What follows belongs to an exercise in optimizing a design on an open flow for small area and a short achievable clock period; a production flow would make more cautious choices.
At most, simulation tests tie the RTL to the original design; equivalence was not proved.
For run 2, only the layout was checked, not whether the RTL still works.

## flow/design.v (module list and top-level ports; edited modules follow where they fit)
// module cte_fma: 180 lines
// module mul24cs: 1093 lines
// module add77: 291 lines
// module neg76: 302 lines
module cte_fma (
    input  wire        clk,
    input  wire        rst,        
    input  wire        in_valid,
    input  wire        in_neg,     
    input  wire [31:0] in_a,
    input  wire [31:0] in_b,
    input  wire [31:0] in_c,
    output reg         out_valid,
    output reg  [31:0] out_r
);
  // ...
==> flow/flow/run.sh <==
#!/bin/bash
# The standard layout (standard.sh: the standard synthesis, then ORFS to
# finish) with two settings changed:
#  - the port buffers that buffer_ports adds are plain buffers (buf.txt)
#    instead of the delay cell it picks by default.
set -euo pipefail
D="$(cd "$(dirname "$0")" && pwd)"
MARGIN=$(cat "$D/margin.txt")
BUF=$(cat "$D/buf.txt")
bash standard.sh SETUP_SLACK_MARGIN="$MARGIN" \
    BUFFER_PORTS_ARGS="-buffer_cell $BUF" finish > standard_flow.log 2>&1
==> flow/flow/buf.txt <==
sky130_fd_sc_hd__buf_4
==> flow/flow/margin.txt <==
16.7
==> flow/standard.sh <==
#!/bin/bash
# synth_recipe.tcl (not shown) runs the flow's synth.tcl, then flattens the netlist and writes it again
# the make line also repeats each setting of config.mk as NAME=value (left out here)
make -C /OpenROAD-flow-scripts/flow DESIGN_CONFIG=/design/flow/config.mk WORK_HOME=/design/flow/orfs CLKGATE_MAP_FILE= SYNTH_SCRIPT=/design/flow/synth_recipe.tcl "${@:-finish}"
==> flow/config.mk <==
export PLATFORM = sky130hd
export DESIGN_NAME = cte_fma
export DESIGN_NICKNAME = cte_fma
export VERILOG_FILES = /design/flow/design.v
export SDC_FILE = /design/flow/constraint.sdc
export NUM_CORES = 4
export LEC_CHECK = 0
export CAP_MARGIN = 20
export CORE_MARGIN = 2
export CORE_UTILIZATION = 55
export PLACE_DENSITY = 0.7
export SLEW_MARGIN = 20
==> flow/constraint.sdc <==
create_clock -name core_clock -period 22.0 [get_ports {clk}]
set_input_delay 4.4000 -clock core_clock [delete_from_list [all_inputs] [get_ports {clk}]]
set_output_delay 4.4000 -clock core_clock [all_outputs]
set_load 0.01 [all_outputs]
==> impl_results.md, run 1 <==
* GR Layer Usage met2 at between 40% and 50%
* Die Area at 0.0812 sq mm
* Hold buffers post-CTS at 0
* Crit path from: out_r[23]$_SDFF_PP1_
* Top-count cell post-synth: dfxtp_1
* Vias per cell at slightly above 6
* R2R depth at 14
* Synth Area per Inst at roughly 9 sq um
* Compound-cell area share of the yosys netlist at a little under a fifth
* Post-synthesis cell type count at between 100 and 150
* Yosys top cell by area: dfxtp_1
* Largest register FFs at just under 80
* WP data arrival at 1.09 ns
* Area of the multi-input gates at roughly 0.030 sq mm
* Core footprint at roughly 0.08 sq mm
* Num ports at between 100 and 150
* Biggest Area Class: multi-input gates
* Biggest regs: sum2 x77, mag3 x76, cal1 x75
* Crit path max-delay family: flip-flops
* Critical path required time at about 18 ns
* Seq/Total Area, Yosys at 24.0%
* Outcome: timing/DRC/antenna clean
* Top post-synthesis cells by area: dfxtp_1, fa_1, ha_1
* Relative slew slack at 21.1%
* CTS tree: done
==> module cte_fma, before the edit <==
module cte_fma (
    input  wire        clk,
    input  wire        rst,        
    input  wire        in_valid,
    input  wire        in_neg,     
    input  wire [31:0] in_a,
    input  wire [31:0] in_b,
    input  wire [31:0] in_c,
    output reg         out_valid,
    output reg  [31:0] out_r
);
    reg        v0, n0;
    reg [31:0] a0, b0, c0;
    always @(posedge clk) begin
        v0 <= rst ? 1'b0 : in_valid;
        n0 <= in_neg;
        a0 <= in_a;
        b0 <= in_b;
        c0 <= in_c;
    end
    wire       sa = a0[31], sb = b0[31], sc = c0[31];
    wire [7:0] ea = a0[30:23], eb = b0[30:23], ec = c0[30:23];
    wire a_zero = (ea == 8'd0);
    wire b_zero = (eb == 8'd0);
    wire c_zero = (ec == 8'd0);
    wire a_max  = (ea == 8'hFF);
    wire b_max  = (eb == 8'hFF);
    wire c_max  = (ec == 8'hFF);
    wire a_fz   = (a0[22:0] == 23'd0);
    wire b_fz   = (b0[22:0] == 23'd0);
    wire c_fz   = (c0[22:0] == 23'd0);
    wire a_inf  = a_max & a_fz;
    wire b_inf  = b_max & b_fz;
    wire c_inf  = c_max & c_fz;
    wire any_nan = (a_max & ~a_fz) | (b_max & ~b_fz) | (c_max & ~c_fz);
    wire sp  = sa ^ sb ^ n0;
    wire sub = sp ^ sc;
    wire pz  = a_zero | b_zero;
    wire p_inf = a_inf | b_inf;
    wire s1_nan = any_nan | (a_inf & b_zero) | (a_zero & b_inf) |
                  (p_inf & c_inf & sub);
    wire s1_inf = p_inf | c_inf;
    wire s1_isg = p_inf ? sp : sc;
    wire s1_zr  = pz & c_zero;
    wire [23:0] ma = {1'b1, a0[22:0]};
    wire [23:0] mb = {1'b1, b0[22:0]};
    wire [23:0] mc = {1'b1, c0[22:0]};
    wire [49:0] ms, mcy;
    mul24cs u_mul (.a(ma), .b(mb), .s(ms), .c(mcy));
    wire signed [10:0] sh_raw = $signed({3'd0, ea}) + $signed({3'd0, eb})
                              - $signed({3'd0, ec}) - 11'sd100;
    wire lo = pz | sh_raw[10];                     
    wire hi = c_zero | (~pz & ~sh_raw[10] & (|sh_raw[9:7]));   
    wire signed [9:0] e47 = lo ? $signed({2'd0, ec}) - 10'sd27
                               : $signed({2'd0, ea}) + $signed({2'd0, eb}) - 10'sd127;
    wire [6:0]  sh7  = sh_raw[6:0];
    wire [23:0] mcx  = mc ^ {24{sub}};
    wire [73:0] c_sh = {{128{sub}}, mcx, {50{sub}}} >> sh7;   
    reg [4:0] tz_c;
    integer j;
    always @(*) begin
        tz_c = 5'd23;
        for (j = 22; j >= 0; j = j - 1)
            if (c0[j]) tz_c = j[4:0];
    end
    wire signed [11:0] st_d = $signed({4'd0, ea}) + $signed({4'd0, eb})
                            - $signed({4'd0, ec}) - $signed({7'd0, tz_c}) - 12'sd151;
    wire        c_st = ~c_zero & ~pz & ~st_d[11];
    wire [73:0] c_al = hi ? {74{sub}} : (lo ? {mcx, {50{sub}}} : c_sh);
    reg        v1, sp1, sc1, sub1, nan1, inf1, isg1, zr1;
    reg [49:0] ms1, mcy1;
    reg [74:0] cal1;
    reg signed [9:0] e471;
    always @(posedge clk) begin
        v1   <= rst ? 1'b0 : v0;
        sp1  <= sp;
        sc1  <= sc;
        sub1 <= sub;
        nan1 <= s1_nan;
        inf1 <= s1_inf;
        isg1 <= s1_isg;
        zr1  <= s1_zr;
        ms1  <= ms;
        mcy1 <= mcy;
        cal1 <= {c_al, c_st ^ sub};
        e471 <= e47;
    end
    localparam [76:0] M49 = ~77'd0 << 49;          
    wire [76:0] cx  = {{2{sub1}}, cal1};
    wire [76:0] opa = {26'd0, ms1, 1'b0};
    wire [76:0] opb = {26'd0, mcy1, 1'b0};
    wire [76:0] s_a = opa ^ opb ^ cx;
    wire [76:0] c_a = {(opa[75:0] & opb[75:0]) | (opa[75:0] & cx[75:0]) | (opb[75:0] & cx[75:0]), 1'b0};
    wire [76:0] s_b = s_a ^ c_a ^ M49;
    wire [76:0] c_b = {(s_a[75:0] & c_a[75:0]) | (s_a[75:0] & M49[75:0]) | (c_a[75:0] & M49[75:0]), sub1};
    wire [76:0] sum;
    add77 u_add (.a(s_b), .b(c_b), .s(sum));
    reg        v2, sp2, sc2, nan2, inf2, isg2, zr2;
    reg [76:0] sum2;
    reg signed [9:0] e472;
    always @(posedge clk) begin
        v2   <= rst ? 1'b0 : v1;
        sp2  <= sp1;
        sc2  <= sc1;
        nan2 <= nan1;
        inf2 <= inf1;
        isg2 <= isg1;
        zr2  <= zr1;
        sum2 <= sum;
        e472 <= e471;
    end
    wire        neg = sum2[76];
    wire [75:0] mag;
    neg76 u_neg (.x(sum2[75:0]), .neg(neg), .m(mag));
    reg [6:0] lz, tz;
    integer k;
    always @(*) begin
        lz = 7'd76;
        for (k = 0; k < 76; k = k + 1)
            if (mag[k]) lz = 7'd75 - k[6:0];
        tz = 7'd76;
        for (k = 75; k >= 0; k = k - 1)
            if (sum2[k]) tz = k[6:0];
    end
    wire zero = ~|sum2;
    reg        v3, nan3, inf3, isg3, rs3, zs3, zero3;
    reg [75:0] mag3;
    reg [6:0]  lz3, tz3;
    reg signed [9:0] e473;
    always @(posedge clk) begin
        v3    <= rst ? 1'b0 : v2;
        nan3  <= nan2;
        inf3  <= inf2;
        isg3  <= isg2;
        rs3   <= sp2 ^ neg;
        zs3   <= sp2 & sc2;
        mag3  <= mag;
        lz3   <= lz;
        tz3   <= tz;
        zero3 <= zero | zr2;
        e473  <= e472;
    end
    wire [75:0] q6 = lz3[6] ? {mag3[11:0], 64'd0} : mag3;
    wire [55:0] q5 = lz3[5] ? {q6[43:0], 12'd0} : q6[75:20];
    wire [39:0] q4 = lz3[4] ? q5[39:0] : q5[55:16];
    wire [31:0] q3 = lz3[3] ? q4[31:0] : q4[39:8];
    wire [27:0] q2 = lz3[2] ? q3[27:0] : q3[31:4];
    wire [25:0] q1 = lz3[1] ? q2[25:0] : q2[27:2];
    wire [24:0] q0 = lz3[0] ? q1[24:0] : q1[25:1];
    wire signed [9:0] e_norm = e473 - $signed({3'd0, lz3}) + 10'sd28;
    wire [23:0] mant   = q0[24:1];
    wire        guard  = q0[0];
    wire        sticky = ({1'b0, tz3} + {1'b0, lz3}) < 8'd51;
    wire        rup    = guard & (sticky | mant[0]);
    wire [24:0] mant_r = {1'b0, mant} + {24'd0, rup};
    wire signed [9:0] e_r = mant_r[24] ? e_norm + 10'sd1 : e_norm;
    wire [22:0] frac_r = mant_r[24] ? mant_r[23:1] : mant_r[22:0];
    wire to_min_normal = (e_norm == 10'sd0) && (&mant);
    reg [31:0] res;
    always @(*) begin
        if (nan3)
            res = 32'h7FC0_0000;
        else if (inf3)
            res = {isg3, 8'hFF, 23'd0};
        else if (zero3)
            res = {zs3, 31'd0};
        else if (e_r >= 10'sd255)
            res = {rs3, 8'hFF, 23'd0};
        else if (e_norm >= 10'sd1)
            res = {rs3, e_r[7:0], frac_r};
        else if (to_min_normal)
            res = {rs3, 8'd1, 23'd0};
        else
            res = {rs3, 31'd0};
    end
    always @(posedge clk) begin
        out_valid <= rst ? 1'b0 : v3;
        out_r     <= res;
    end
endmodule
==> run 2, diff against run 1 <==
--- a/flow/design.v
+++ b/flow/design.v
@@ -11,22 +11,12 @@
 );
-    reg        v0, n0;
-    reg [31:0] a0, b0, c0;
-    always @(posedge clk) begin
-        v0 <= rst ? 1'b0 : in_valid;
-        n0 <= in_neg;
-        a0 <= in_a;
-        b0 <= in_b;
-        c0 <= in_c;
-    end
-    wire       sa = a0[31], sb = b0[31], sc = c0[31];
-    wire [7:0] ea = a0[30:23], eb = b0[30:23], ec = c0[30:23];
-    wire a_zero = (ea == 8'd0);
-    wire b_zero = (eb == 8'd0);
-    wire c_zero = (ec == 8'd0);
-    wire a_max  = (ea == 8'hFF);
-    wire b_max  = (eb == 8'hFF);
-    wire c_max  = (ec == 8'hFF);
-    wire a_fz   = (a0[22:0] == 23'd0);
-    wire b_fz   = (b0[22:0] == 23'd0);
-    wire c_fz   = (c0[22:0] == 23'd0);
+    wire [7:0] ia_e = in_a[30:23], ib_e = in_b[30:23], ic_e = in_c[30:23];
+    wire a_zero = (ia_e == 8'd0);
+    wire b_zero = (ib_e == 8'd0);
+    wire c_zero = (ic_e == 8'd0);
+    wire a_max  = (ia_e == 8'hFF);
+    wire b_max  = (ib_e == 8'hFF);
+    wire c_max  = (ic_e == 8'hFF);
+    wire a_fz   = (in_a[22:0] == 23'd0);
+    wire b_fz   = (in_b[22:0] == 23'd0);
+    wire c_fz   = (in_c[22:0] == 23'd0);
     wire a_inf  = a_max & a_fz;
@@ -35,22 +25,44 @@
     wire any_nan = (a_max & ~a_fz) | (b_max & ~b_fz) | (c_max & ~c_fz);
-    wire sp  = sa ^ sb ^ n0;
-    wire sub = sp ^ sc;
-    wire pz  = a_zero | b_zero;
+    wire i_sp  = in_a[31] ^ in_b[31] ^ in_neg;    
+    wire i_sc  = in_c[31];
+    wire i_pz  = a_zero | b_zero;
     wire p_inf = a_inf | b_inf;
-    wire s1_nan = any_nan | (a_inf & b_zero) | (a_zero & b_inf) |
-                  (p_inf & c_inf & sub);
-    wire s1_inf = p_inf | c_inf;
-    wire s1_isg = p_inf ? sp : sc;
-    wire s1_zr  = pz & c_zero;
-    wire [23:0] ma = {1'b1, a0[22:0]};
-    wire [23:0] mb = {1'b1, b0[22:0]};
-    wire [23:0] mc = {1'b1, c0[22:0]};
+    wire i_nan = any_nan | (a_inf & b_zero) | (a_zero & b_inf) |
+                 (p_inf & c_inf & (i_sp ^ i_sc));
+    wire i_inf = p_inf | c_inf;
+    wire i_isg = p_inf ? i_sp : i_sc;
+    wire i_zr  = i_pz & c_zero;                  
+    wire [8:0] i_sab;                            
+    add9 u_sab (.a({1'b0, ia_e}), .b({1'b0, ib_e}), .s(i_sab));
+    reg        v0, sp0, sc0, pz0, cz0, nan0, inf0, isg0, zr0;
+    reg [22:0] fa0, fb0, fc0;
+    reg [8:0]  sab0;                           
+    reg [7:0]  ec0;
+    always @(posedge clk) begin
+        v0   <= rst ? 1'b0 : in_valid;
+        sp0  <= i_sp;
+        sc0  <= i_sc;
+        pz0  <= i_pz;
+        cz0  <= c_zero;
+        nan0 <= i_nan;
+        inf0 <= i_inf;
+        isg0 <= i_isg;
+        zr0  <= i_zr;
+        fa0  <= in_a[22:0];
+        fb0  <= in_b[22:0];
+        fc0  <= in_c[22:0];
+        sab0 <= i_sab;
+        ec0  <= ic_e;
+    end
+    wire sub = sp0 ^ sc0;
+    wire [23:0] ma = {1'b1, fa0};
+    wire [23:0] mb = {1'b1, fb0};
+    wire [23:0] mc = {1'b1, fc0};
     wire [49:0] ms, mcy;
     mul24cs u_mul (.a(ma), .b(mb), .s(ms), .c(mcy));
-    wire signed [10:0] sh_raw = $signed({3'd0, ea}) + $signed({3'd0, eb})
-                              - $signed({3'd0, ec}) - 11'sd100;
-    wire lo = pz | sh_raw[10];                     
-    wire hi = c_zero | (~pz & ~sh_raw[10] & (|sh_raw[9:7]));   
-    wire signed [9:0] e47 = lo ? $signed({2'd0, ec}) - 10'sd27
-                               : $signed({2'd0, ea}) + $signed({2'd0, eb}) - 10'sd127;
+    wire signed [10:0] sh_raw = $signed({2'd0, sab0}) - $signed({3'd0, ec0}) - 11'sd100;
+    wire lo = pz0 | sh_raw[10];                                
+    wire hi = cz0 | (~pz0 & ~sh_raw[10] & (|sh_raw[9:7]));     
+    wire signed [9:0] e47 = lo ? $signed({2'd0, ec0}) - 10'sd27
+                               : $signed({1'b0, sab0}) - 10'sd127;
     wire [6:0]  sh7  = sh_raw[6:0];
@@ -63,11 +75,15 @@
         for (j = 22; j >= 0; j = j - 1)
-            if (c0[j]) tz_c = j[4:0];
+            if (fc0[j]) tz_c = j[4:0];
     end
-    wire signed [11:0] st_d = $signed({4'd0, ea}) + $signed({4'd0, eb})
-                            - $signed({4'd0, ec}) - $signed({7'd0, tz_c}) - 12'sd151;
-    wire        c_st = ~c_zero & ~pz & ~st_d[11];
+    wire signed [11:0] st_d = $signed({3'd0, sab0}) - $signed({4'd0, ec0})
+                            - $signed({7'd0, tz_c}) - 12'sd151;
+    wire        c_st = ~cz0 & ~pz0 & ~st_d[11];
     wire [73:0] c_al = hi ? {74{sub}} : (lo ? {mcx, {50{sub}}} : c_sh);
+    wire [75:0] cx  = {sub, c_al, c_st ^ sub};
+    wire [75:0] opa = {25'd0, ms, 1'b0};
+    wire [75:0] opb = {25'd0, mcy, 1'b0};
+    wire [75:0] s_a = opa ^ opb ^ cx;
+    wire [75:0] c_a = {(opa[74:0] & opb[74:0]) | (opa[74:0] & cx[74:0]) | (opb[74:0] & cx[74:0]), 1'b0};
     reg        v1, sp1, sc1, sub1, nan1, inf1, isg1, zr1;
-    reg [49:0] ms1, mcy1;
-    reg [74:0] cal1;
+    reg [75:0] sa1, ca1;
     reg signed [9:0] e471;
@@ -75,26 +91,21 @@
         v1   <= rst ? 1'b0 : v0;
-        sp1  <= sp;
-        sc1  <= sc;
+        sp1  <= sp0;
+        sc1  <= sc0;
         sub1 <= sub;
-        nan1 <= s1_nan;
-        inf1 <= s1_inf;
-        isg1 <= s1_isg;
-        zr1  <= s1_zr;
-        ms1  <= ms;
-        mcy1 <= mcy;
-        cal1 <= {c_al, c_st ^ sub};
+        nan1 <= nan0;
+        inf1 <= inf0;
+        isg1 <= isg0;
+        zr1  <= zr0;
+        sa1  <= s_a;
+        ca1  <= c_a;
         e471 <= e47;
     end
-    localparam [76:0] M49 = ~77'd0 << 49;          
-    wire [76:0] cx  = {{2{sub1}}, cal1};
-    wire [76:0] opa = {26'd0, ms1, 1'b0};
-    wire [76:0] opb = {26'd0, mcy1, 1'b0};
-    wire [76:0] s_a = opa ^ opb ^ cx;
-    wire [76:0] c_a = {(opa[75:0] & opb[75:0]) | (opa[75:0] & cx[75:0]) | (opb[75:0] & cx[75:0]), 1'b0};
-    wire [76:0] s_b = s_a ^ c_a ^ M49;
-    wire [76:0] c_b = {(s_a[75:0] & c_a[75:0]) | (s_a[75:0] & M49[75:0]) | (c_a[75:0] & M49[75:0]), sub1};
-    wire [76:0] sum;
-    add77 u_add (.a(s_b), .b(c_b), .s(sum));
-    reg        v2, sp2, sc2, nan2, inf2, isg2, zr2;
-    reg [76:0] sum2;
+    localparam [75:0] M49 = ~76'd0 << 49;           
+    wire [75:0] s_b = sa1 ^ ca1 ^ M49;
+    wire [75:0] c_b = {(sa1[74:0] & ca1[74:0]) | (sa1[74:0] & M49[74:0]) | (ca1[74:0] & M49[74:0]), 1'b0};
+    wire [74:0] mag;
+    wire        neg;
+    abs76 u_add (.x(s_b), .y(c_b), .sub(sub1), .m(mag), .neg(neg));
+    reg        v2, rs2, zs2, nan2, inf2, isg2, zr2;
+    reg [74:0] mag2;
     reg signed [9:0] e472;
@@ -102,4 +113,4 @@
         v2   <= rst ? 1'b0 : v1;
-        sp2  <= sp1;
-        sc2  <= sc1;
+        rs2  <= sp1 ^ neg;
+        zs2  <= sp1 & sc1;
         nan2 <= nan1;
@@ -108,8 +119,5 @@
         zr2  <= zr1;
-        sum2 <= sum;
+        mag2 <= mag;
         e472 <= e471;
     end
-    wire        neg = sum2[76];
-    wire [75:0] mag;
-    neg76 u_neg (.x(sum2[75:0]), .neg(neg), .m(mag));
     reg [6:0] lz, tz;
@@ -117,16 +125,26 @@
     always @(*) begin
-        lz = 7'd76;
-        for (k = 0; k < 76; k = k + 1)
-            if (mag[k]) lz = 7'd75 - k[6:0];
-        tz = 7'd76;
-        for (k = 75; k >= 0; k = k - 1)
-            if (sum2[k]) tz = k[6:0];
+        lz = 7'd75;
+        for (k = 0; k < 75; k = k + 1)
+            if (mag2[k]) lz = 7'd74 - k[6:0];
+        tz = 7'd75;
+        for (k = 74; k >= 0; k = k - 1)
+            if (mag2[k]) tz = k[6:0];
     end
-    wire zero = ~|sum2;
-    reg        v3, nan3, inf3, isg3, rs3, zs3, zero3;
-    reg [75:0] mag3;
-    reg [6:0]  lz3, tz3;
-    reg signed [9:0] e473;
+    wire zero = lz[6] & lz[3] & lz[1] & lz[0];     
+    wire [74:0] r6 = lz[6] ? {mag2[10:0], 64'd0} : mag2;
+    wire [74:0] r5 = lz[5] ? {r6[42:0], 32'd0} : r6;
+    wire [39:0] r4 = lz[4] ? r5[58:19] : r5[74:35];
+    wire [31:0] r3 = lz[3] ? r4[31:0] : r4[39:8];
+    wire [27:0] r2 = lz[2] ? r3[27:0] : r3[31:4];
+    wire [25:0] r1 = lz[1] ? r2[25:0] : r2[27:2];
+    wire [24:0] r0 = lz[0] ? r1[24:0] : r1[25:1];
+    wire        sticky = ({1'b0, tz} + {1'b0, lz}) < 8'd50;
+    wire signed [9:0] e_norm = e472 - $signed({3'd0, lz}) + 10'sd27;
+    reg        v3, rs3, zs3, nan3, inf3, isg3, zero3, st3;
+    reg [24:0] nm3;                             
+    reg signed [9:0] en3;
     always @(posedge clk) begin
         v3    <= rst ? 1'b0 : v2;
+        rs3   <= rs2;
+        zs3   <= zs2;
         nan3  <= nan2;
@@ -134,26 +152,14 @@
         isg3  <= isg2;
-        rs3   <= sp2 ^ neg;
-        zs3   <= sp2 & sc2;
-        mag3  <= mag;
-        lz3   <= lz;
-        tz3   <= tz;
         zero3 <= zero | zr2;
-        e473  <= e472;
+        st3   <= sticky;
+        nm3   <= r0;
+        en3   <= e_norm;
     end
-    wire [75:0] q6 = lz3[6] ? {mag3[11:0], 64'd0} : mag3;
-    wire [55:0] q5 = lz3[5] ? {q6[43:0], 12'd0} : q6[75:20];
-    wire [39:0] q4 = lz3[4] ? q5[39:0] : q5[55:16];
-    wire [31:0] q3 = lz3[3] ? q4[31:0] : q4[39:8];
-    wire [27:0] q2 = lz3[2] ? q3[27:0] : q3[31:4];
-    wire [25:0] q1 = lz3[1] ? q2[25:0] : q2[27:2];
-    wire [24:0] q0 = lz3[0] ? q1[24:0] : q1[25:1];
-    wire signed [9:0] e_norm = e473 - $signed({3'd0, lz3}) + 10'sd28;
-    wire [23:0] mant   = q0[24:1];
-    wire        guard  = q0[0];
-    wire        sticky = ({1'b0, tz3} + {1'b0, lz3}) < 8'd51;
-    wire        rup    = guard & (sticky | mant[0]);
+    wire [23:0] mant   = nm3[24:1];
+    wire        guard  = nm3[0];
+    wire        rup    = guard & (st3 | mant[0]);
     wire [24:0] mant_r = {1'b0, mant} + {24'd0, rup};
-    wire signed [9:0] e_r = mant_r[24] ? e_norm + 10'sd1 : e_norm;
-    wire [22:0] frac_r = mant_r[24] ? mant_r[23:1] : mant_r[22:0];
-    wire to_min_normal = (e_norm == 10'sd0) && (&mant);
+    wire signed [9:0] e_r = mant_r[24] ? en3 + 10'sd1 : en3;
+    wire [22:0] frac_r = mant_r[22:0];            
+    wire to_min_normal = (en3 == 10'sd0) && (&mant);
     reg [31:0] res;
@@ -168,3 +174,3 @@
             res = {rs3, 8'hFF, 23'd0};
-        else if (e_norm >= 10'sd1)
+        else if (en3 >= 10'sd1)
             res = {rs3, e_r[7:0], frac_r};
@@ -1273,6 +1279,8 @@
 endmodule
-module add77 (input wire [76:0] a, input wire [76:0] b, output wire [76:0] s);
-    wire [76:0] p0 = a ^ b;
-    wire [76:0] g0 = a & b;
+module abs76 (input wire [75:0] x, input wire [75:0] y, input wire sub,
+    output wire [74:0] m, output wire neg);
+    wire [75:0] p0 = x ^ y;
+    wire [75:0] g0 = x & y;
     wire gg1 = g0[1] | (p0[1] & g0[0]);
+    wire pp1 = p0[1] & p0[0];
     wire gg2 = g0[3] | (p0[3] & g0[2]);
@@ -1352,2 +1360,3 @@
     wire gg39 = gg2 | (pp2 & gg1);
+    wire pp39 = pp2 & pp1;
     wire gg40 = gg4 | (pp4 & gg3);
@@ -1389,2 +1398,3 @@
     wire gg58 = gg40 | (pp40 & gg39);
+    wire pp58 = pp40 & pp39;
     wire gg59 = gg42 | (pp42 & gg41);
@@ -1406,2 +1416,3 @@
     wire gg67 = gg59 | (pp59 & gg58);
+    wire pp67 = pp59 & pp58;
     wire gg68 = gg61 | (pp61 & gg60);
@@ -1413,2 +1424,3 @@
     wire gg71 = gg68 | (pp68 & gg67);
+    wire pp71 = pp68 & pp67;
     wire gg72 = gg70 | (pp70 & gg69);
@@ -1416,72 +1428,239 @@
     wire gg73 = gg72 | (pp72 & gg71);
+    wire pp73 = pp72 & pp71;
     wire gg74 = gg69 | (pp69 & gg71);
+    wire pp74 = pp69 & pp71;
     wire gg75 = gg60 | (pp60 & gg67);
+    wire pp75 = pp60 & pp67;
     wire gg76 = gg62 | (pp62 & gg71);
+    wire pp76 = pp62 & pp71;
     wire gg77 = gg64 | (pp64 & gg74);
+    wire pp77 = pp64 & pp74;
     wire gg78 = gg66 | (pp66 & gg73);
+    wire pp78 = pp66 & pp73;
     wire gg79 = gg41 | (pp41 & gg58);
+    wire pp79 = pp41 & pp58;
     wire gg80 = gg43 | (pp43 & gg67);
+    wire pp80 = pp43 & pp67;
     wire gg81 = gg45 | (pp45 & gg75);
+    wire pp81 = pp45 & pp75;
     wire gg82 = gg47 | (pp47 & gg71);
+    wire pp82 = pp47 & pp71;
     wire gg83 = gg49 | (pp49 & gg76);
+    wire pp83 = pp49 & pp76;
     wire gg84 = gg51 | (pp51 & gg74);
+    wire pp84 = pp51 & pp74;
     wire gg85 = gg53 | (pp53 & gg77);
+    wire pp85 = pp53 & pp77;
     wire gg86 = gg55 | (pp55 & gg73);
+    wire pp86 = pp55 & pp73;
     wire gg87 = gg57 | (pp57 & gg78);
+    wire pp87 = pp57 & pp78;
     wire gg88 = gg3 | (pp3 & gg39);
+    wire pp88 = pp3 & pp39;
     wire gg89 = gg5 | (pp5 & gg58);
+    wire pp89 = pp5 & pp58;
     wire gg90 = gg7 | (pp7 & gg79);
+    wire pp90 = pp7 & pp79;
     wire gg91 = gg9 | (pp9 & gg67);
+    wire pp91 = pp9 & pp67;
     wire gg92 = gg11 | (pp11 & gg80);
+    wire pp92 = pp11 & pp80;
     wire gg93 = gg13 | (pp13 & gg75);
+    wire pp93 = pp13 & pp75;
     wire gg94 = gg15 | (pp15 & gg81);
+    wire pp94 = pp15 & pp81;
     wire gg95 = gg17 | (pp17 & gg71);
+    wire pp95 = pp17 & pp71;
     wire gg96 = gg19 | (pp19 & gg82);
+    wire pp96 = pp19 & pp82;
     wire gg97 = gg21 | (pp21 & gg76);
+    wire pp97 = pp21 & pp76;
     wire gg98 = gg23 | (pp23 & gg83);
+    wire pp98 = pp23 & pp83;
     wire gg99 = gg25 | (pp25 & gg74);
+    wire pp99 = pp25 & pp74;
     wire gg100 = gg27 | (pp27 & gg84);
+    wire pp100 = pp27 & pp84;
     wire gg101 = gg29 | (pp29 & gg77);
+    wire pp101 = pp29 & pp77;
     wire gg102 = gg31 | (pp31 & gg85);
+    wire pp102 = pp31 & pp85;
     wire gg103 = gg33 | (pp33 & gg73);
+    wire pp103 = pp33 & pp73;
     wire gg104 = gg35 | (pp35 & gg86);
+    wire pp104 = pp35 & pp86;
     wire gg105 = gg37 | (pp37 & gg78);
+    wire pp105 = pp37 & pp78;
     wire gg106 = g0[2] | (p0[2] & gg1);
+    wire pp106 = p0[2] & pp1;
     wire gg107 = g0[4] | (p0[4] & gg39);
+    wire pp107 = p0[4] & pp39;
     wire gg108 = g0[6] | (p0[6] & gg88);
+    wire pp108 = p0[6] & pp88;
     wire gg109 = g0[8] | (p0[8] & gg58);
+    wire pp109 = p0[8] & pp58;
     wire gg110 = g0[10] | (p0[10] & gg89);
+    wire pp110 = p0[10] & pp89;
     wire gg111 = g0[12] | (p0[12] & gg79);
+    wire pp111 = p0[12] & pp79;
     wire gg112 = g0[14] | (p0[14] & gg90);
+    wire pp112 = p0[14] & pp90;
     wire gg113 = g0[16] | (p0[16] & gg67);
+    wire pp113 = p0[16] & pp67;
     wire gg114 = g0[18] | (p0[18] & gg91);
+    wire pp114 = p0[18] & pp91;
     wire gg115 = g0[20] | (p0[20] & gg80);
+    wire pp115 = p0[20] & pp80;
     wire gg116 = g0[22] | (p0[22] & gg92);
+    wire pp116 = p0[22] & pp92;
     wire gg117 = g0[24] | (p0[24] & gg75);
+    wire pp117 = p0[24] & pp75;
     wire gg118 = g0[26] | (p0[26] & gg93);
+    wire pp118 = p0[26] & pp93;
     wire gg119 = g0[28] | (p0[28] & gg81);
+    wire pp119 = p0[28] & pp81;
     wire gg120 = g0[30] | (p0[30] & gg94);
+    wire pp120 = p0[30] & pp94;
     wire gg121 = g0[32] | (p0[32] & gg71);
+    wire pp121 = p0[32] & pp71;
     wire gg122 = g0[34] | (p0[34] & gg95);
+    wire pp122 = p0[34] & pp95;
     wire gg123 = g0[36] | (p0[36] & gg82);
+    wire pp123 = p0[36] & pp82;
     wire gg124 = g0[38] | (p0[38] & gg96);
+    wire pp124 = p0[38] & pp96;
     wire gg125 = g0[40] | (p0[40] & gg76);
+    wire pp125 = p0[40] & pp76;
     wire gg126 = g0[42] | (p0[42] & gg97);
+    wire pp126 = p0[42] & pp97;
     wire gg127 = g0[44] | (p0[44] & gg83);
+    wire pp127 = p0[44] & pp83;
     wire gg128 = g0[46] | (p0[46] & gg98);
+    wire pp128 = p0[46] & pp98;
     wire gg129 = g0[48] | (p0[48] & gg74);
+    wire pp129 = p0[48] & pp74;
     wire gg130 = g0[50] | (p0[50] & gg99);
+    wire pp130 = p0[50] & pp99;
     wire gg131 = g0[52] | (p0[52] & gg84);
+    wire pp131 = p0[52] & pp84;
     wire gg132 = g0[54] | (p0[54] & gg100);
+    wire pp132 = p0[54] & pp100;
     wire gg133 = g0[56] | (p0[56] & gg77);
+    wire pp133 = p0[56] & pp77;
     wire gg134 = g0[58] | (p0[58] & gg101);
+    wire pp134 = p0[58] & pp101;
     wire gg135 = g0[60] | (p0[60] & gg85);
+    wire pp135 = p0[60] & pp85;
     wire gg136 = g0[62] | (p0[62] & gg102);
+    wire pp136 = p0[62] & pp102;
     wire gg137 = g0[64] | (p0[64] & gg73);
+    wire pp137 = p0[64] & pp73;
     wire gg138 = g0[66] | (p0[66] & gg103);
+    wire pp138 = p0[66] & pp103;
     wire gg139 = g0[68] | (p0[68] & gg86);
+    wire pp139 = p0[68] & pp86;
     wire gg140 = g0[70] | (p0[70] & gg104);
+    wire pp140 = p0[70] & pp104;
     wire gg141 = g0[72] | (p0[72] & gg78);
+    wire pp141 = p0[72] & pp78;
     wire gg142 = g0[74] | (p0[74] & gg105);
-    wire gg143 = g0[76] | (p0[76] & gg87);
+    wire pp142 = p0[74] & pp105;
+    assign neg = p0[75] ^ gg142;
+    assign m[0] = p0[0] ^ sub;
+    assign m[1] = p0[1] ^ (neg ? ~g0[0] : (g0[0] | (sub & p0[0])));
+    assign m[2] = p0[2] ^ (neg ? ~gg1 : (gg1 | (sub & pp1)));
+    assign m[3] = p0[3] ^ (neg ? ~gg106 : (gg106 | (sub & pp106)));
+    assign m[4] = p0[4] ^ (neg ? ~gg39 : (gg39 | (sub & pp39)));
+    assign m[5] = p0[5] ^ (neg ? ~gg107 : (gg107 | (sub & pp107)));
+    assign m[6] = p0[6] ^ (neg ? ~gg88 : (gg88 | (sub & pp88)));
+    assign m[7] = p0[7] ^ (neg ? ~gg108 : (gg108 | (sub & pp108)));
+    assign m[8] = p0[8] ^ (neg ? ~gg58 : (gg58 | (sub & pp58)));
+    assign m[9] = p0[9] ^ (neg ? ~gg109 : (gg109 | (sub & pp109)));
+    assign m[10] = p0[10] ^ (neg ? ~gg89 : (gg89 | (sub & pp89)));
+    assign m[11] = p0[11] ^ (neg ? ~gg110 : (gg110 | (sub & pp110)));
+    assign m[12] = p0[12] ^ (neg ? ~gg79 : (gg79 | (sub & pp79)));
+    assign m[13] = p0[13] ^ (neg ? ~gg111 : (gg111 | (sub & pp111)));
+    assign m[14] = p0[14] ^ (neg ? ~gg90 : (gg90 | (sub & pp90)));
+    assign m[15] = p0[15] ^ (neg ? ~gg112 : (gg112 | (sub & pp112)));
+    assign m[16] = p0[16] ^ (neg ? ~gg67 : (gg67 | (sub & pp67)));
+    assign m[17] = p0[17] ^ (neg ? ~gg113 : (gg113 | (sub & pp113)));
+    assign m[18] = p0[18] ^ (neg ? ~gg91 : (gg91 | (sub & pp91)));
+    assign m[19] = p0[19] ^ (neg ? ~gg114 : (gg114 | (sub & pp114)));
+    assign m[20] = p0[20] ^ (neg ? ~gg80 : (gg80 | (sub & pp80)));
+    assign m[21] = p0[21] ^ (neg ? ~gg115 : (gg115 | (sub & pp115)));
+    assign m[22] = p0[22] ^ (neg ? ~gg92 : (gg92 | (sub & pp92)));
+    assign m[23] = p0[23] ^ (neg ? ~gg116 : (gg116 | (sub & pp116)));
+    assign m[24] = p0[24] ^ (neg ? ~gg75 : (gg75 | (sub & pp75)));
+    assign m[25] = p0[25] ^ (neg ? ~gg117 : (gg117 | (sub & pp117)));
+    assign m[26] = p0[26] ^ (neg ? ~gg93 : (gg93 | (sub & pp93)));
+    assign m[27] = p0[27] ^ (neg ? ~gg118 : (gg118 | (sub & pp118)));
+    assign m[28] = p0[28] ^ (neg ? ~gg81 : (gg81 | (sub & pp81)));
+    assign m[29] = p0[29] ^ (neg ? ~gg119 : (gg119 | (sub & pp119)));
+    assign m[30] = p0[30] ^ (neg ? ~gg94 : (gg94 | (sub & pp94)));
+    assign m[31] = p0[31] ^ (neg ? ~gg120 : (gg120 | (sub & pp120)));
+    assign m[32] = p0[32] ^ (neg ? ~gg71 : (gg71 | (sub & pp71)));
+    assign m[33] = p0[33] ^ (neg ? ~gg121 : (gg121 | (sub & pp121)));
+    assign m[34] = p0[34] ^ (neg ? ~gg95 : (gg95 | (sub & pp95)));
+    assign m[35] = p0[35] ^ (neg ? ~gg122 : (gg122 | (sub & pp122)));
+    assign m[36] = p0[36] ^ (neg ? ~gg82 : (gg82 | (sub & pp82)));
+    assign m[37] = p0[37] ^ (neg ? ~gg123 : (gg123 | (sub & pp123)));
+    assign m[38] = p0[38] ^ (neg ? ~gg96 : (gg96 | (sub & pp96)));
+    assign m[39] = p0[39] ^ (neg ? ~gg124 : (gg124 | (sub & pp124)));
+    assign m[40] = p0[40] ^ (neg ? ~gg76 : (gg76 | (sub & pp76)));
+    assign m[41] = p0[41] ^ (neg ? ~gg125 : (gg125 | (sub & pp125)));
+    assign m[42] = p0[42] ^ (neg ? ~gg97 : (gg97 | (sub & pp97)));
+    assign m[43] = p0[43] ^ (neg ? ~gg126 : (gg126 | (sub & pp126)));
+    assign m[44] = p0[44] ^ (neg ? ~gg83 : (gg83 | (sub & pp83)));
+    assign m[45] = p0[45] ^ (neg ? ~gg127 : (gg127 | (sub & pp127)));
+    assign m[46] = p0[46] ^ (neg ? ~gg98 : (gg98 | (sub & pp98)));
+    assign m[47] = p0[47] ^ (neg ? ~gg128 : (gg128 | (sub & pp128)));
+    assign m[48] = p0[48] ^ (neg ? ~gg74 : (gg74 | (sub & pp74)));
+    assign m[49] = p0[49] ^ (neg ? ~gg129 : (gg129 | (sub & pp129)));
+    assign m[50] = p0[50] ^ (neg ? ~gg99 : (gg99 | (sub & pp99)));
+    assign m[51] = p0[51] ^ (neg ? ~gg130 : (gg130 | (sub & pp130)));
+    assign m[52] = p0[52] ^ (neg ? ~gg84 : (gg84 | (sub & pp84)));
+    assign m[53] = p0[53] ^ (neg ? ~gg131 : (gg131 | (sub & pp131)));
+    assign m[54] = p0[54] ^ (neg ? ~gg100 : (gg100 | (sub & pp100)));
+    assign m[55] = p0[55] ^ (neg ? ~gg132 : (gg132 | (sub & pp132)));
+    assign m[56] = p0[56] ^ (neg ? ~gg77 : (gg77 | (sub & pp77)));
+    assign m[57] = p0[57] ^ (neg ? ~gg133 : (gg133 | (sub & pp133)));
+    assign m[58] = p0[58] ^ (neg ? ~gg101 : (gg101 | (sub & pp101)));
+    assign m[59] = p0[59] ^ (neg ? ~gg134 : (gg134 | (sub & pp134)));
+    assign m[60] = p0[60] ^ (neg ? ~gg85 : (gg85 | (sub & pp85)));
+    assign m[61] = p0[61] ^ (neg ? ~gg135 : (gg135 | (sub & pp135)));
+    assign m[62] = p0[62] ^ (neg ? ~gg102 : (gg102 | (sub & pp102)));
+    assign m[63] = p0[63] ^ (neg ? ~gg136 : (gg136 | (sub & pp136)));
+    assign m[64] = p0[64] ^ (neg ? ~gg73 : (gg73 | (sub & pp73)));
+    assign m[65] = p0[65] ^ (neg ? ~gg137 : (gg137 | (sub & pp137)));
+    assign m[66] = p0[66] ^ (neg ? ~gg103 : (gg103 | (sub & pp103)));
+    assign m[67] = p0[67] ^ (neg ? ~gg138 : (gg138 | (sub & pp138)));
+    assign m[68] = p0[68] ^ (neg ? ~gg86 : (gg86 | (sub & pp86)));
+    assign m[69] = p0[69] ^ (neg ? ~gg139 : (gg139 | (sub & pp139)));
+    assign m[70] = p0[70] ^ (neg ? ~gg104 : (gg104 | (sub & pp104)));
+    assign m[71] = p0[71] ^ (neg ? ~gg140 : (gg140 | (sub & pp140)));
+    assign m[72] = p0[72] ^ (neg ? ~gg78 : (gg78 | (sub & pp78)));
+    assign m[73] = p0[73] ^ (neg ? ~gg141 : (gg141 | (sub & pp141)));
+    assign m[74] = p0[74] ^ (neg ? ~gg105 : (gg105 | (sub & pp105)));
+endmodule
+module add9 (input wire [8:0] a, input wire [8:0] b, output wire [8:0] s);
+    wire [8:0] p0 = a ^ b;
+    wire [8:0] g0 = a & b;
+    wire gg1 = g0[1] | (p0[1] & g0[0]);
+    wire gg2 = g0[3] | (p0[3] & g0[2]);
+    wire pp2 = p0[3] & p0[2];
+    wire gg3 = g0[5] | (p0[5] & g0[4]);
+    wire pp3 = p0[5] & p0[4];
+    wire gg4 = g0[7] | (p0[7] & g0[6]);
+    wire pp4 = p0[7] & p0[6];
+    wire gg5 = g0[2] | (p0[2] & gg1);
+    wire gg6 = gg2 | (pp2 & gg1);
+    wire gg7 = g0[6] | (p0[6] & gg3);
+    wire pp7 = p0[6] & pp3;
+    wire gg8 = gg4 | (pp4 & gg3);
+    wire pp8 = pp4 & pp3;
+    wire gg9 = g0[4] | (p0[4] & gg6);
+    wire gg10 = gg3 | (pp3 & gg6);
+    wire gg11 = gg7 | (pp7 & gg6);
+    wire gg12 = gg8 | (pp8 & gg6);
+    wire gg13 = g0[8] | (p0[8] & gg12);
     assign s[0] = p0[0];
@@ -1489,378 +1668,8 @@
     assign s[2] = p0[2] ^ gg1;
-    assign s[3] = p0[3] ^ gg106;
-    assign s[4] = p0[4] ^ gg39;
-    assign s[5] = p0[5] ^ gg107;
-    assign s[6] = p0[6] ^ gg88;
-    assign s[7] = p0[7] ^ gg108;
-    assign s[8] = p0[8] ^ gg58;
-    assign s[9] = p0[9] ^ gg109;
-    assign s[10] = p0[10] ^ gg89;
-    assign s[11] = p0[11] ^ gg110;
-    assign s[12] = p0[12] ^ gg79;
-    assign s[13] = p0[13] ^ gg111;
-    assign s[14] = p0[14] ^ gg90;
-    assign s[15] = p0[15] ^ gg112;
-    assign s[16] = p0[16] ^ gg67;
-    assign s[17] = p0[17] ^ gg113;
-    assign s[18] = p0[18] ^ gg91;
-    assign s[19] = p0[19] ^ gg114;
-    assign s[20] = p0[20] ^ gg80;
-    assign s[21] = p0[21] ^ gg115;
-    assign s[22] = p0[22] ^ gg92;
-    assign s[23] = p0[23] ^ gg116;
-    assign s[24] = p0[24] ^ gg75;
-    assign s[25] = p0[25] ^ gg117;
-    assign s[26] = p0[26] ^ gg93;
-    assign s[27] = p0[27] ^ gg118;
-    assign s[28] = p0[28] ^ gg81;
-    assign s[29] = p0[29] ^ gg119;
-    assign s[30] = p0[30] ^ gg94;
-    assign s[31] = p0[31] ^ gg120;
-    assign s[32] = p0[32] ^ gg71;
-    assign s[33] = p0[33] ^ gg121;
-    assign s[34] = p0[34] ^ gg95;
-    assign s[35] = p0[35] ^ gg122;
-    assign s[36] = p0[36] ^ gg82;
-    assign s[37] = p0[37] ^ gg123;
-    assign s[38] = p0[38] ^ gg96;
-    assign s[39] = p0[39] ^ gg124;
-    assign s[40] = p0[40] ^ gg76;
-    assign s[41] = p0[41] ^ gg125;
-    assign s[42] = p0[42] ^ gg97;
-    assign s[43] = p0[43] ^ gg126;
-    assign s[44] = p0[44] ^ gg83;
-    assign s[45] = p0[45] ^ gg127;
-    assign s[46] = p0[46] ^ gg98;
-    assign s[47] = p0[47] ^ gg128;
-    assign s[48] = p0[48] ^ gg74;
-    assign s[49] = p0[49] ^ gg129;
-    assign s[50] = p0[50] ^ gg99;
-    assign s[51] = p0[51] ^ gg130;
-    assign s[52] = p0[52] ^ gg84;
-    assign s[53] = p0[53] ^ gg131;
-    assign s[54] = p0[54] ^ gg100;
-    assign s[55] = p0[55] ^ gg132;
-    assign s[56] = p0[56] ^ gg77;
-    assign s[57] = p0[57] ^ gg133;
-    assign s[58] = p0[58] ^ gg101;
-    assign s[59] = p0[59] ^ gg134;
-    assign s[60] = p0[60] ^ gg85;
-    assign s[61] = p0[61] ^ gg135;
-    assign s[62] = p0[62] ^ gg102;
-    assign s[63] = p0[63] ^ gg136;
-    assign s[64] = p0[64] ^ gg73;
-    assign s[65] = p0[65] ^ gg137;
-    assign s[66] = p0[66] ^ gg103;
-    assign s[67] = p0[67] ^ gg138;
-    assign s[68] = p0[68] ^ gg86;
-    assign s[69] = p0[69] ^ gg139;
-    assign s[70] = p0[70] ^ gg104;
-    assign s[71] = p0[71] ^ gg140;
-    assign s[72] = p0[72] ^ gg78;
-    assign s[73] = p0[73] ^ gg141;
-    assign s[74] = p0[74] ^ gg105;
-    assign s[75] = p0[75] ^ gg142;
-    assign s[76] = p0[76] ^ gg87;
-endmodule
-module neg76 (input wire [75:0] x, input wire neg, output wire [75:0] m);
-    wire oo1 = x[1] | x[0];
-    wire oo2 = x[3] | x[2];
-    wire oo3 = x[5] | x[4];
-    wire oo4 = x[7] | x[6];
-    wire oo5 = x[9] | x[8];
-    wire oo6 = x[11] | x[10];
-    wire oo7 = x[13] | x[12];
-    wire oo8 = x[15] | x[14];
-    wire oo9 = x[17] | x[16];
-    wire oo10 = x[19] | x[18];
-    wire oo11 = x[21] | x[20];
-    wire oo12 = x[23] | x[22];
-    wire oo13 = x[25] | x[24];
-    wire oo14 = x[27] | x[26];
-    wire oo15 = x[29] | x[28];
-    wire oo16 = x[31] | x[30];
-    wire oo17 = x[33] | x[32];
-    wire oo18 = x[35] | x[34];
-    wire oo19 = x[37] | x[36];
-    wire oo20 = x[39] | x[38];
-    wire oo21 = x[41] | x[40];
-    wire oo22 = x[43] | x[42];
-    wire oo23 = x[45] | x[44];
-    wire oo24 = x[47] | x[46];
-    wire oo25 = x[49] | x[48];
-    wire oo26 = x[51] | x[50];
-    wire oo27 = x[53] | x[52];
-    wire oo28 = x[55] | x[54];
-    wire oo29 = x[57] | x[56];
-    wire oo30 = x[59] | x[58];
-    wire oo31 = x[61] | x[60];
-    wire oo32 = x[63] | x[62];
-    wire oo33 = x[65] | x[64];
-    wire oo34 = x[67] | x[66];
-    wire oo35 = x[69] | x[68];
-    wire oo36 = x[71] | x[70];
-    wire oo37 = x[73] | x[72];
-    wire oo38 = x[75] | x[74];
-    wire oo39 = x[2] | oo1;
-    wire oo40 = oo2 | oo1;
-    wire oo41 = x[6] | oo3;
-    wire oo42 = oo4 | oo3;
-    wire oo43 = x[10] | oo5;
-    wire oo44 = oo6 | oo5;
-    wire oo45 = x[14] | oo7;
-    wire oo46 = oo8 | oo7;
-    wire oo47 = x[18] | oo9;
-    wire oo48 = oo10 | oo9;
-    wire oo49 = x[22] | oo11;
-    wire oo50 = oo12 | oo11;
-    wire oo51 = x[26] | oo13;
-    wire oo52 = oo14 | oo13;
-    wire oo53 = x[30] | oo15;
-    wire oo54 = oo16 | oo15;
-    wire oo55 = x[34] | oo17;
-    wire oo56 = oo18 | oo17;
-    wire oo57 = x[38] | oo19;
-    wire oo58 = oo20 | oo19;
-    wire oo59 = x[42] | oo21;
-    wire oo60 = oo22 | oo21;
-    wire oo61 = x[46] | oo23;
-    wire oo62 = oo24 | oo23;
-    wire oo63 = x[50] | oo25;
-    wire oo64 = oo26 | oo25;
-    wire oo65 = x[54] | oo27;
-    wire oo66 = oo28 | oo27;
-    wire oo67 = x[58] | oo29;
-    wire oo68 = oo30 | oo29;
-    wire oo69 = x[62] | oo31;
-    wire oo70 = oo32 | oo31;
-    wire oo71 = x[66] | oo33;
-    wire oo72 = oo34 | oo33;
-    wire oo73 = x[70] | oo35;
-    wire oo74 = oo36 | oo35;
-    wire oo75 = x[74] | oo37;
-    wire oo76 = oo38 | oo37;
-    wire oo77 = x[4] | oo40;
-    wire oo78 = oo3 | oo40;
-    wire oo79 = oo41 | oo40;
-    wire oo80 = oo42 | oo40;
-    wire oo81 = x[12] | oo44;
-    wire oo82 = oo7 | oo44;
-    wire oo83 = oo45 | oo44;
-    wire oo84 = oo46 | oo44;
-    wire oo85 = x[20] | oo48;
-    wire oo86 = oo11 | oo48;
-    wire oo87 = oo49 | oo48;
-    wire oo88 = oo50 | oo48;
-    wire oo89 = x[28] | oo52;
-    wire oo90 = oo15 | oo52;
-    wire oo91 = oo53 | oo52;
-    wire oo92 = oo54 | oo52;
-    wire oo93 = x[36] | oo56;
-    wire oo94 = oo19 | oo56;
-    wire oo95 = oo57 | oo56;
-    wire oo96 = oo58 | oo56;
-    wire oo97 = x[44] | oo60;
-    wire oo98 = oo23 | oo60;
-    wire oo99 = oo61 | oo60;
-    wire oo100 = oo62 | oo60;
-    wire oo101 = x[52] | oo64;
-    wire oo102 = oo27 | oo64;
-    wire oo103 = oo65 | oo64;
-    wire oo104 = oo66 | oo64;
-    wire oo105 = x[60] | oo68;
-    wire oo106 = oo31 | oo68;
-    wire oo107 = oo69 | oo68;
-    wire oo108 = oo70 | oo68;
-    wire oo109 = x[68] | oo72;
-    wire oo110 = oo35 | oo72;
-    wire oo111 = oo73 | oo72;
-    wire oo112 = oo74 | oo72;
-    wire oo113 = x[8] | oo80;
-    wire oo114 = oo5 | oo80;
-    wire oo115 = oo43 | oo80;
-    wire oo116 = oo44 | oo80;
-    wire oo117 = oo81 | oo80;
-    wire oo118 = oo82 | oo80;
-    wire oo119 = oo83 | oo80;
-    wire oo120 = oo84 | oo80;
-    wire oo121 = x[24] | oo88;
-    wire oo122 = oo13 | oo88;
-    wire oo123 = oo51 | oo88;
-    wire oo124 = oo52 | oo88;
-    wire oo125 = oo89 | oo88;
-    wire oo126 = oo90 | oo88;
-    wire oo127 = oo91 | oo88;
-    wire oo128 = oo92 | oo88;
-    wire oo129 = x[40] | oo96;
-    wire oo130 = oo21 | oo96;
-    wire oo131 = oo59 | oo96;
-    wire oo132 = oo60 | oo96;
-    wire oo133 = oo97 | oo96;
-    wire oo134 = oo98 | oo96;
-    wire oo135 = oo99 | oo96;
-    wire oo136 = oo100 | oo96;
-    wire oo137 = x[56] | oo104;
-    wire oo138 = oo29 | oo104;
-    wire oo139 = oo67 | oo104;
-    wire oo140 = oo68 | oo104;
-    wire oo141 = oo105 | oo104;
-    wire oo142 = oo106 | oo104;
-    wire oo143 = oo107 | oo104;
-    wire oo144 = oo108 | oo104;
-    wire oo145 = x[72] | oo112;
-    wire oo146 = oo37 | oo112;
-    wire oo147 = oo75 | oo112;
-    wire oo148 = oo76 | oo112;
-    wire oo149 = x[16] | oo120;
-    wire oo150 = oo9 | oo120;
-    wire oo151 = oo47 | oo120;
-    wire oo152 = oo48 | oo120;
-    wire oo153 = oo85 | oo120;
-    wire oo154 = oo86 | oo120;
-    wire oo155 = oo87 | oo120;
-    wire oo156 = oo88 | oo120;
-    wire oo157 = oo121 | oo120;
-    wire oo158 = oo122 | oo120;
-    wire oo159 = oo123 | oo120;
-    wire oo160 = oo124 | oo120;
-    wire oo161 = oo125 | oo120;
-    wire oo162 = oo126 | oo120;
-    wire oo163 = oo127 | oo120;
-    wire oo164 = oo128 | oo120;
-    wire oo165 = x[48] | oo136;
-    wire oo166 = oo25 | oo136;
-    wire oo167 = oo63 | oo136;
-    wire oo168 = oo64 | oo136;
-    wire oo169 = oo101 | oo136;
-    wire oo170 = oo102 | oo136;
-    wire oo171 = oo103 | oo136;
-    wire oo172 = oo104 | oo136;
-    wire oo173 = oo137 | oo136;
-    wire oo174 = oo138 | oo136;
-    wire oo175 = oo139 | oo136;
-    wire oo176 = oo140 | oo136;
-    wire oo177 = oo141 | oo136;
-    wire oo178 = oo142 | oo136;
-    wire oo179 = oo143 | oo136;
-    wire oo180 = oo144 | oo136;
-    wire oo181 = x[32] | oo164;
-    wire oo182 = oo17 | oo164;
-    wire oo183 = oo55 | oo164;
-    wire oo184 = oo56 | oo164;
-    wire oo185 = oo93 | oo164;
-    wire oo186 = oo94 | oo164;
-    wire oo187 = oo95 | oo164;
-    wire oo188 = oo96 | oo164;
-    wire oo189 = oo129 | oo164;
-    wire oo190 = oo130 | oo164;
-    wire oo191 = oo131 | oo164;
-    wire oo192 = oo132 | oo164;
-    wire oo193 = oo133 | oo164;
-    wire oo194 = oo134 | oo164;
-    wire oo195 = oo135 | oo164;
-    wire oo196 = oo136 | oo164;
-    wire oo197 = oo165 | oo164;
-    wire oo198 = oo166 | oo164;
-    wire oo199 = oo167 | oo164;
-    wire oo200 = oo168 | oo164;
-    wire oo201 = oo169 | oo164;
-    wire oo202 = oo170 | oo164;
-    wire oo203 = oo171 | oo164;
-    wire oo204 = oo172 | oo164;
-    wire oo205 = oo173 | oo164;
-    wire oo206 = oo174 | oo164;
-    wire oo207 = oo175 | oo164;
-    wire oo208 = oo176 | oo164;
-    wire oo209 = oo177 | oo164;
-    wire oo210 = oo178 | oo164;
-    wire oo211 = oo179 | oo164;
-    wire oo212 = oo180 | oo164;
-    wire oo213 = x[64] | oo212;
-    wire oo214 = oo33 | oo212;
-    wire oo215 = oo71 | oo212;
-    wire oo216 = oo72 | oo212;
-    wire oo217 = oo109 | oo212;
-    wire oo218 = oo110 | oo212;
-    wire oo219 = oo111 | oo212;
-    wire oo220 = oo112 | oo212;
-    wire oo221 = oo145 | oo212;
-    wire oo222 = oo146 | oo212;
-    wire oo223 = oo147 | oo212;
-    wire oo224 = oo148 | oo212;
-    assign m[0] = x[0];
-    assign m[1] = x[1] ^ (neg & x[0]);
-    assign m[2] = x[2] ^ (neg & oo1);
-    assign m[3] = x[3] ^ (neg & oo39);
-    assign m[4] = x[4] ^ (neg & oo40);
-    assign m[5] = x[5] ^ (neg & oo77);
-    assign m[6] = x[6] ^ (neg & oo78);
-    assign m[7] = x[7] ^ (neg & oo79);
-    assign m[8] = x[8] ^ (neg & oo80);
-    assign m[9] = x[9] ^ (neg & oo113);
-    assign m[10] = x[10] ^ (neg & oo114);
-    assign m[11] = x[11] ^ (neg & oo115);
-    assign m[12] = x[12] ^ (neg & oo116);
-    assign m[13] = x[13] ^ (neg & oo117);
-    assign m[14] = x[14] ^ (neg & oo118);
-    assign m[15] = x[15] ^ (neg & oo119);
-    assign m[16] = x[16] ^ (neg & oo120);
-    assign m[17] = x[17] ^ (neg & oo149);
-    assign m[18] = x[18] ^ (neg & oo150);
-    assign m[19] = x[19] ^ (neg & oo151);
-    assign m[20] = x[20] ^ (neg & oo152);
-    assign m[21] = x[21] ^ (neg & oo153);
-    assign m[22] = x[22] ^ (neg & oo154);
-    assign m[23] = x[23] ^ (neg & oo155);
-    assign m[24] = x[24] ^ (neg & oo156);
-    assign m[25] = x[25] ^ (neg & oo157);
-    assign m[26] = x[26] ^ (neg & oo158);
-    assign m[27] = x[27] ^ (neg & oo159);
-    assign m[28] = x[28] ^ (neg & oo160);
-    assign m[29] = x[29] ^ (neg & oo161);
-    assign m[30] = x[30] ^ (neg & oo162);
-    assign m[31] = x[31] ^ (neg & oo163);
-    assign m[32] = x[32] ^ (neg & oo164);
-    assign m[33] = x[33] ^ (neg & oo181);
-    assign m[34] = x[34] ^ (neg & oo182);
-    assign m[35] = x[35] ^ (neg & oo183);
-    assign m[36] = x[36] ^ (neg & oo184);
-    assign m[37] = x[37] ^ (neg & oo185);
-    assign m[38] = x[38] ^ (neg & oo186);
-    assign m[39] = x[39] ^ (neg & oo187);
-    assign m[40] = x[40] ^ (neg & oo188);
-    assign m[41] = x[41] ^ (neg & oo189);
-    assign m[42] = x[42] ^ (neg & oo190);
-    assign m[43] = x[43] ^ (neg & oo191);
-    assign m[44] = x[44] ^ (neg & oo192);
-    assign m[45] = x[45] ^ (neg & oo193);
-    assign m[46] = x[46] ^ (neg & oo194);
-    assign m[47] = x[47] ^ (neg & oo195);
-    assign m[48] = x[48] ^ (neg & oo196);
-    assign m[49] = x[49] ^ (neg & oo197);
-    assign m[50] = x[50] ^ (neg & oo198);
-    assign m[51] = x[51] ^ (neg & oo199);
-    assign m[52] = x[52] ^ (neg & oo200);
-    assign m[53] = x[53] ^ (neg & oo201);
-    assign m[54] = x[54] ^ (neg & oo202);
-    assign m[55] = x[55] ^ (neg & oo203);
-    assign m[56] = x[56] ^ (neg & oo204);
-    assign m[57] = x[57] ^ (neg & oo205);
-    assign m[58] = x[58] ^ (neg & oo206);
-    assign m[59] = x[59] ^ (neg & oo207);
-    assign m[60] = x[60] ^ (neg & oo208);
-    assign m[61] = x[61] ^ (neg & oo209);
-    assign m[62] = x[62] ^ (neg & oo210);
-    assign m[63] = x[63] ^ (neg & oo211);
-    assign m[64] = x[64] ^ (neg & oo212);
-    assign m[65] = x[65] ^ (neg & oo213);
-    assign m[66] = x[66] ^ (neg & oo214);
-    assign m[67] = x[67] ^ (neg & oo215);
-    assign m[68] = x[68] ^ (neg & oo216);
-    assign m[69] = x[69] ^ (neg & oo217);
-    assign m[70] = x[70] ^ (neg & oo218);
-    assign m[71] = x[71] ^ (neg & oo219);
-    assign m[72] = x[72] ^ (neg & oo220);
-    assign m[73] = x[73] ^ (neg & oo221);
-    assign m[74] = x[74] ^ (neg & oo222);
-    assign m[75] = x[75] ^ (neg & oo223);
+    assign s[3] = p0[3] ^ gg5;
+    assign s[4] = p0[4] ^ gg6;
+    assign s[5] = p0[5] ^ gg9;
+    assign s[6] = p0[6] ^ gg10;
+    assign s[7] = p0[7] ^ gg11;
+    assign s[8] = p0[8] ^ gg12;
 endmodule
--- a/flow/config.mk
+++ b/flow/config.mk
@@ -10,2 +10,4 @@
 export CORE_UTILIZATION = 55
+export CTS_CLUSTER_DIAMETER = 100
+export CTS_CLUSTER_SIZE = 20
 export PLACE_DENSITY = 0.7
==> run 2 against run 1 <==
  * Clock-buffer cell count shrank 37
  * Register-to-register slack lost 0.25 ns
  * Maximum frequency grew 0.93%
  * Largest cell class unchanged
  * Core utilization shrank 0.62 points
  * Highest routed layer is now met4
  * Critical path type unchanged
  * Worst hold slack lost 0.0033 ns
  * Critical endpoint is now out_r[0]
  * Critical path depth is the same
  * Non-clock buffer count grew 18
  * Sequential cell count shrank 116
  * Global-route usage grew 1.7 points
  * Die area shrank 12%
==> impl_results.md, run 2 <==
* Clk buf depth at 3
* Vias in the first global route at 32,083
* I/O Buffers at between 100 and 150
* Fin nets at between 4,000 and 5,000
* Worst path max stage delay at between 0.3 and 0.4 ns
* Post-Syn Nets at between 5,000 and 6,000
* Max Slew Vio Count at 0
* Top cells by count, synth: inv_1, dfxtp_1, fa_1, a22oi_1, xor2_1
* Clk root buf: clkbuf_16
* Cells after synthesis at approximately 4,400
* Commonest non-fill, non-tap cell in the layout: inv_1
* Hold buffers post-CTS at 0 (unchanged)
* H-tree Lvls at 1
* Seq/Total Area, Yosys at 21.2% (-2.8 points)
* CTS clk-pin slew, worst paths at 0.08 ns
* Yosys top cell by area: dfxtp_1
* Worst-margin pin slew at between 1 and 1.5 ns
* Area growth syn-to-layout at 7.21%
* CTS tree: done
* Post-synthesis simple-gate area fraction at between 10% and 20%
* Row count at 96
* DRC at 0
* Synth Flop Type: dfxtp_1
* Asr flop ratio synth at 0%
* Biggest regs: mag2 x75, sa1 x75, ca1 x49
* Outcome: timing/DRC/antenna clean
* Global-route wire length before repair at around 190,000 microns
* TNS Setup at 0 ns
* YS warnings at 1
* Worst Path Buf+Inv at 1
* Post-Route WL at about 120,000 microns
* Final worst setup slack at about 17 ns
* Die Area at 0.0717 sq mm (-12%)
* Num ports at 133 (unchanged)
* Crit path from: out_r[0]$_SDFF_PP0_
* Largest net degree at the start of global routing at just under 60
* Total number of vias at ~33,000
* Critical path class: reg -> out
* End point of the critical path: out_r[0]
* Global route overflow at 0
* Worst R2R Start: sab0[0]$_DFF_P_
* Post-synthesis cell area at about 0.038 sq mm
* DR pass1 iterations at 6
* Relative slew slack at 19.0% (-2.1 points)
* R2R setup slack at roughly 17 ns
* Post-Place Setup Slack at 15.95 ns
* WP data arrival at 1.04 ns (-0.05 ns)
* CP cell instances: buf_6
* Die Y at roughly 270 microns
* Die width at 268 microns
* Critical path depth in cells at 1
* Synth Area per Inst at 8.72 sq um (-1.7%)
* DRT antenna net count at 0
* Period utilisation layout at ~25%
* Initial Util at ~56%
* EDFF count, synth at 0
* Min-Delay Path Class: reg -> reg
* Top post-synthesis cells by area: dfxtp_1, fa_1, ha_1
* CP endpoint kind: output pin
* CTS buffer count at 25
* Top-count cell post-synth: inv_1
* Post-synthesis cell type count at 106 (unchanged)
* FF-to-FF End: sa1[30]$_DFF_P_
* Share of the synthesized area in the top cell type at a little over a fifth
* Detailed placement HPWL at 89,100 microns
* Combinational family with the most area after synthesis: adder cells
* Final Setup Violations at 0
* Wirelength per Cell at ~24 microns
* Critical path required time at 17.60 ns (about the same)
* Layout cells sized above 1 at 10.0%
* Core footprint at 0.0687 sq mm (-13%)
* Xor and xnor area share after synthesis at a little over a tenth
* Crit path max-delay family: flip-flops
* Max Cap Viol at 0
* Compound-cell area share of the yosys netlist at 20.3% (+1.7 points)
* Most frequent cells in the layout: inv_1, dfxtp_1, fa_1
* Highest clock rate at around 180 MHz
* #FFs+latches synth at between 400 and 500
* Initial antenna violation count at 1
* Adder-cell share of the synthesized area at approximately 23%
* R2R depth at 16 (+2)
* Worst-Skew Late Latency at ~0.6 ns
* Final hold vios at 0
* Mux cell area share after synthesis at under 10%
* Total GRT Usage at approximately 34%
* Vias per cell at 6.33 (+2.1%)
* Tmin final at 5.44 ns
* Crit Path Max Fanout at 1
* Unrepaired setup endpoints after global routing: yes
* Clock sink count at between 400 and 500
* Clock Skew at about 0.023 ns
* Routability cong. at about 1.0
* DR iter-0 viols at approximately 3,600
* Fillers at between 6,000 and 7,000
* Worst setup SP type: flip-flop
* Antenna Cells at 0
* Critical path's slowest cell: dfxtp_2
[run 2: final cells by class]
type	count	area (sq um)	area share, %
well taps	931	1160	2.84
multi-input cells	3242	27500	67.1
clock inverters	5	57.6	0.140
repair inverters	1	5.00	0.0122
repair buffers	227	1870	4.56
inverters	420	1580	3.85
flip-flops and latches	405	8150	19.9
clock buffers	29	661	1.61
[run 2: cell families after synthesis]
| logic type | count (synthesis) |
|---|---|
| buffers and inverters | 740 |
| muxes | 170 |
| DFF | 405 |
| AOI/OAI and AO/OA | 1158 |
| adders and majority gates | 531 |
| and+or+nand+nor | 909 |
| xor gates and xnor gates | 474 |
[run 2: worst min path at each step]
| stage | startpoint | endpoint | slack [ns] | cells past startpoint |
|---|---|---|---|---|
| 2_1_floorplan | e471[0]$_DFF_P_ | e472[0]$_DFF_P_ | 0.31 | 0 |
| 5_1_grt | rs2$_DFF_P_ | rs3$_DFF_P_ | 0.33 | 0 |
| 3_3_place_gp | nan2$_DFF_P_ | nan3$_DFF_P_ | 0.31 | 0 |
| 6_report | rs2$_DFF_P_ | rs3$_DFF_P_ | 0.32 | 0 |
| 3_5_place_dp | rs2$_DFF_P_ | rs3$_DFF_P_ | 0.31 | 0 |
| 4_1_cts | rs2$_DFF_P_ | rs3$_DFF_P_ | 0.33 | 0 |
[run 2: worst reg2reg max path, stage by stage (launching register included)]
cell and delay [ns]:
dfxtp_1 0.37, inv_1 0.08, ha_1 0.24, fa_1 0.43, xnor2_2 0.15, buf_4 0.23, inv_2 0.39, ha_1 0.26
o21a_1 0.27, xnor3_1 0.35, nand3b_1 0.13, a211oi_2 0.08, buf_4 0.24, nand2_1 0.37, nor2_2 0.13, a221oi_1 0.93
fa_1 0.56
[run 2: per-layer routing]
layer	share of wire, %	track usage [%]	vias to the layer above
met1	41	45.5	15812
met3	10	7.22	417
met4	5.7	16.7	0
met2	43	52.3	1862
met5	0	0	-
li1	-	-	15189
[run 2: timing repair]
action	4_1_cts	5_1_grt
setup endpoints to repair	39	65
resized for setup	59	32
cloned	0	1
endpoints found under the hold margin	0	0
pin swaps	9	9
setup buffers	5	2
[run 2: metrics by stage]
| stage | hold WS (ns) | instances | utilization, % | area, sq um |
|---|---|---|---|---|
| detailed placement | 0.312 | 5217 | 58.2 | 40000 |
| global route | 0.325 | 5260 | 59.7 | 41000 |
| finish | 0.323 | 5260 | 59.7 | 41000 |
| CTS | 0.326 | 5256 | 59.6 | 40900 |
| global placement | 0.312 | 5217 | 58.2 | 40000 |
| floorplan | 0.310 | 4387 | - | 38300 |

[port drivers added, routing unchanged]
No port has a modelled driver above. Below, the same layouts with a new extraction and two added sets of constraints. Step 1 assumes that a clkbuf_16 drives the clock port and a buf_2 every other input. Step 2 also shifts input and output timing later by t, the mid clock arrival at the registers, as if the neighbouring blocks saw the same clock. Three values: no drivers, after step 1, after step 2; two values: the first two.
run	shift t [ns]	setup WS [ns]	worst setup path after step 2	latest minus earliest clock arrival (ns)	worst slew at a driven data input, ns
run 1	0.714	16.513 / 16.442 / 16.904	register to register	0.031 / 0.030	0.04
run 2	0.667	16.563 / 16.493 / 15.957	input to register	0.022 / 0.023	0.05
After both steps every run listed still meets setup and hold. For run 2, which loses most, drivers alone change the setup slack by -0.070 ns; drivers and shift together by -0.606 ns.
